Context: an optimization exercise on an open-source flow, tuned for small area, a short achievable clock period and few clock cycles per item. The choices shown serve that exercise and are no tape-out recipe.
At most, simulation tests tie the RTL to the original design; equivalence was not proved.

// qg_spread_quant
module qg_spread_quant (
    input  wire         clk,
    input  wire         rst,
    input  wire         in_valid,
    output wire         in_ready,
    input  wire         in_first,    
    input  wire         in_blank,    
    input  wire         in_dots,     
    input  wire         in_grey3,    
    input  wire [16:0]  in_share,    
    input  wire [15:0]  in_gain,     
    input  wire [2:0]   in_lev,      
    input  wire [127:0] in_vol,      
    output reg          out_valid,
    output reg  [2:0]   out_lev,
    output reg          out_clip
);
Size: about 3700 cells after synthesis, ~180 I/O pins, roughly 27000 um2 of cells after synthesis.
Settings: LEC_CHECK=0, ABC_AREA=1, CAP_MARGIN=20, CORE_MARGIN=2, CORE_UTILIZATION=40, PLACE_DENSITY=0.6, SLEW_MARGIN=20; clock period 36.0 ns.
run.sh (not shown) runs the stock make flow with config.mk's settings and CLKGATE_MAP_FILE= SYNTH_SCRIPT=/design/flow/synth_recipe.tcl, a recipe that flattens the netlist after the stock synthesis.
Edit:
--- a/flow/design.v
+++ b/flow/design.v
@@ -501,18 +501,17 @@
             assign v1[gi] = s1_vol[16*gi-16 +: 16];
         end
     endgenerate
     wire [15:0] own_vol = v1[s1_lev];
     wire [17:0] base    = own_vol + a;
     reg         s2_valid;
-    reg         s2_first, s2_blank, s2_grey3;
+    reg         s2_blank, s2_grey3;
     reg [17:0]  s2_base;
     reg [111:0] s2_vol;
     always @(posedge clk) begin
         s2_valid <= s1_valid && !rst;
-        s2_first <= s1_first;
         s2_blank <= s1_blank;
         s2_grey3 <= s1_grey3;
         s2_base  <= base;
         s2_vol   <= s1_vol;
     end
     wire [15:0] v [0:8];
@@ -521,13 +520,13 @@
     generate
         for (gi = 1; gi < 8; gi = gi + 1) begin : g_v2
             assign v[gi] = s2_vol[16*gi-16 +: 16];
         end
     endgenerate
     reg  [15:0] err_q;
-    wire [15:0] err_in = s2_first ? 16'd0 : err_q;
+    wire [15:0] err_in = err_q;
     wire [18:0] want   = {1'b0, s2_base} + {{3{err_in[15]}}, err_in};
     wire        neg    = want[18];
     wire        big    = !neg && (|want[17:16]);
     wire [8:0] below;
     assign below[0] = 1'b1;
     assign below[8] = 1'b0;
@@ -567,19 +566,16 @@
     wire [17:0] d_sum = d_lo + d_hi;
     wire        up   = !clip && !d_sum[17] && (|d_sum);
     wire [2:0]  best    = up ? lev_hi : lev_lo;
     wire [15:0] err_new = (clip || neg) ? 16'd0 : (up ? d_hi[15:0] : d_lo[15:0]);
     always @(posedge clk) begin
         out_valid <= s2_valid && !rst;
+        if (s1_valid && s1_first)
+            err_q <= 16'd0;
+        else if (s2_valid && !s2_blank)
+            err_q <= err_new;
         if (s2_valid) begin
-            if (s2_blank) begin
-                err_q    <= err_in;
-                out_lev  <= 3'd0;
-                out_clip <= 1'b0;
-            end else begin
-                err_q    <= err_new;
-                out_lev  <= best;
-                out_clip <= clip;
-            end
+            out_lev  <= s2_blank ? 3'd0 : best;
+            out_clip <= !s2_blank && clip;
         end
     end
 endmodule
=> Design area is lower slightly; die area is lower slightly; synthesized area is lower slightly; non-clock buffer count is lower by 5; core utilization barely changes.
No functional check of the RTL was part of any run of this note.

* * *

qg_spread_quant, a different RTL version from the one above (not shown whole).
Size: ~3000 cells after synthesis, ~340 flip-flops, ~25000 um2 of cells after synthesis.
==> flow/config.mk <==
export PLATFORM = sky130hd
export DESIGN_NAME = qg_spread_quant
export DESIGN_NICKNAME = qg_spread_quant
export VERILOG_FILES = /design/flow/design.v
export SDC_FILE = /design/flow/constraint.sdc
export NUM_CORES = 4
export LEC_CHECK = 0
export ABC_AREA = 1
export CAP_MARGIN = 20
export CORE_MARGIN = 2
export CORE_UTILIZATION = 40
export PLACE_DENSITY = 0.6
export SLEW_MARGIN = 20
==> flow/constraint.sdc <==
create_clock -name core_clock -period 36.0 [get_ports {clk}]
set_input_delay 7.2000 -clock core_clock [delete_from_list [all_inputs] [get_ports {clk}]]
set_output_delay 7.2000 -clock core_clock [all_outputs]
set_load 0.01 [all_outputs]
standard.sh (not shown) runs the stock make flow with config.mk's settings and CLKGATE_MAP_FILE= SYNTH_SCRIPT=/design/flow/synth_recipe.tcl, a recipe that flattens the netlist after the stock synthesis.
==> flow/flow/run.sh <==
#!/bin/bash
# The standard layout, except that the ports are buffered with the
# smallest buffer (sky130_fd_sc_hd__buf_1) instead of the delay cell
# buffer_ports picks by itself.  Synthesis is the standard one.
set -euo pipefail
bash standard.sh synth > synth.log 2>&1
bash standard.sh "BUFFER_PORTS_ARGS=-buffer_cell sky130_fd_sc_hd__buf_1" finish > layout.log 2>&1
Testbench counts at the start, summed over its fixed seeds: cycles 40,016, items 40,000.
==> next run, changes <==
--- a/flow/design.v
+++ b/flow/design.v
@@ -487,57 +487,66 @@
     wire c268 = (c208 & s209) | (c208 & 1'b1) | (s209 & 1'b1);
     wire s269 = c210 ^ ~bn7 ^ bp8_15;
     wire c270 = (c210 & ~bn7) | (c210 & bp8_15) | (~bn7 & bp8_15);
     wire s271 = bp8_16 ^ 1'b1;
     wire c272 = bp8_16 & 1'b1;
     assign mul_a = {c270, c268, c266, c264, c262, c260, c258, c256, c254, c252, c250, c248, c246, c244, c242, c240, c238, c236, c234, c232, c230, c228, c226, c224, c222, c220, c218, c216, c214, c212, s211, bp0_1, bp0_0};
     assign mul_b = {s271, s269, s267, s265, s263, s261, s259, s257, s255, s253, s251, s249, s247, s245, s243, s241, s239, s237, s235, s233, s231, s229, s227, s225, s223, s221, s219, s217, s215, s213, bn1, 1'b0, bn0};
-    wire [32:0] prod = mul_a + mul_b;             
+    function carry13(input [12:0] x, input [12:0] y);
+        integer k;
+        reg c;
+        begin
+            c = 1'b0;
+            for (k = 0; k < 13; k = k + 1)
+                c = (x[k] & y[k]) | (x[k] & c) | (y[k] & c);
+            carry13 = c;
+        end
+    endfunction
+    wire [32:13] prod = mul_a[32:13] + mul_b[32:13] + carry13(mul_a[12:0], mul_b[12:0]);
     wire        sat  = !s1_dots && (|prod[32:30]);
-    wire [15:0] v1 [0:7];
+    wire [15:0] v1 [0:7];                        
     assign v1[0] = 16'd0;
     generate
         for (gi = 1; gi < 8; gi = gi + 1) begin : g_v1
             assign v1[gi] = s1_vol[16*gi-16 +: 16];
         end
     endgenerate
+    wire [16:0] a    = sat ? 17'h0ffff : prod[30:14];
     reg         s2_valid;
     reg         s2_blank, s2_grey3;
-    reg         s2_sat;
-    reg [16:0]  s2_prod;
+    reg [16:0]  s2_a;
     reg [15:0]  s2_own;
     reg [111:0] s2_vol;
     always @(posedge clk) begin
         s2_valid <= s1_valid && !rst;
         s2_blank <= s1_blank;
         s2_grey3 <= s1_grey3;
-        s2_sat   <= sat;
-        s2_prod  <= prod[30:14];
+        s2_a     <= a;
         s2_own   <= v1[s1_lev];
         s2_vol   <= s1_vol;
     end
     wire [15:0] v [0:8];
     assign v[0] = 16'd0;
     assign v[8] = 16'd0;
     generate
         for (gi = 1; gi < 8; gi = gi + 1) begin : g_v2
             assign v[gi] = s2_vol[16*gi-16 +: 16];
         end
     endgenerate
-    reg  [18:0] c_want;
+    reg  [15:0] c_want;
     reg  [15:0] c_vol;
-    wire [16:0] a    = s2_sat ? 17'h0ffff : s2_prod;
     wire [18:0] w_p  = {3'd0, s2_own};
-    wire [18:0] w_q  = {2'd0, a};
-    wire [18:0] w_s1 = w_p ^ w_q ^ c_want;
-    wire [18:0] w_c1 = (w_p & w_q) | (w_p & c_want) | (w_q & c_want);
-    wire [18:0] w_r  = {w_c1[17:0], 1'b1};
+    wire [18:0] w_q  = {2'd0, s2_a};
     wire [18:0] w_v  = {3'b111, ~c_vol};
-    wire [18:0] w_s2 = w_s1 ^ w_r ^ w_v;
-    wire [18:0] w_c2 = (w_s1 & w_r) | (w_s1 & w_v) | (w_r & w_v);
+    wire [18:0] w_s1 = w_p ^ w_q ^ w_v;
+    wire [18:0] w_c1 = (w_p & w_q) | (w_p & w_v) | (w_q & w_v);
+    wire [18:0] w_r  = {w_c1[17:0], 1'b1};
+    wire [18:0] w_u  = {3'd0, c_want};
+    wire [18:0] w_s2 = w_s1 ^ w_r ^ w_u;
+    wire [18:0] w_c2 = (w_s1 & w_r) | (w_s1 & w_u) | (w_r & w_u);
     wire [18:0] want = w_s2 + {w_c2[17:0], 1'b0};
     wire        neg  = want[18];
     wire        big  = !neg && (|want[17:16]);
     function carry19(input [18:0] x, input [18:0] y, input ci);
         integer k;
         reg c;
         begin
@@ -580,17 +589,17 @@
     end
     wire [15:0] v_top = s2_grey3 ? v[7] : v[3];
     wire        clip  = !neg && (big || carry19({3'd0, want[15:0]}, {3'b111, ~v_top}, 1'b0));
     wire        zero  = clip || neg;
     always @(posedge clk) begin
         out_valid <= s2_valid && !rst;
         if (s1_valid && s1_first) begin
-            c_want <= 19'd0;
+            c_want <= 16'd0;
             c_vol  <= 16'd0;
         end else if (s2_valid && !s2_blank) begin
-            c_want <= zero ? 19'd0 : want;
+            c_want <= zero ? 16'd0 : want[15:0];
             c_vol  <= zero ? 16'd0 : v_sel;
         end
         out_lev  <= s2_blank ? 3'd0 : best;
         out_clip <= !s2_blank && clip;
     end
 endmodule
- die area went down by 3.2%
- wire length is about the same
- cell count went down by about 3.7%
Function not checked in the second run of this note: the RTL went through the layout flow alone.

## static timing again, ports no longer ideal
Ports are ideal in the flow. The routed layouts listed here were re-timed in OpenROAD. Step 1: set_driving_cell puts a clkbuf_16 on clk and a buf_2 on each other input, an assumption about the parent block. Step 2 also shifts input and output timing later by t, the mid clock arrival at the registers, as if the neighbouring blocks saw the same clock. Three values: no drivers, after step 1, after step 2; two values: the first two.
| run | t (ns) | slack for setup (ns) | worst setup path at the end |
|---|---|---|---|
| the first run of note 1 | 0.626 | 25.264 / 25.264 / 25.264 | register to register |
| the second run of note 1 | 0.615 | 26.030 / 26.030 / 26.030 | register to register |
| the first run of note 2 | 0.627 | 27.728 / 27.671 / 27.792 | input to register |
| the second run of note 2 | 0.624 | 27.756 / 27.702 / 27.816 | input to register |
After both steps every run listed still meets setup and hold.
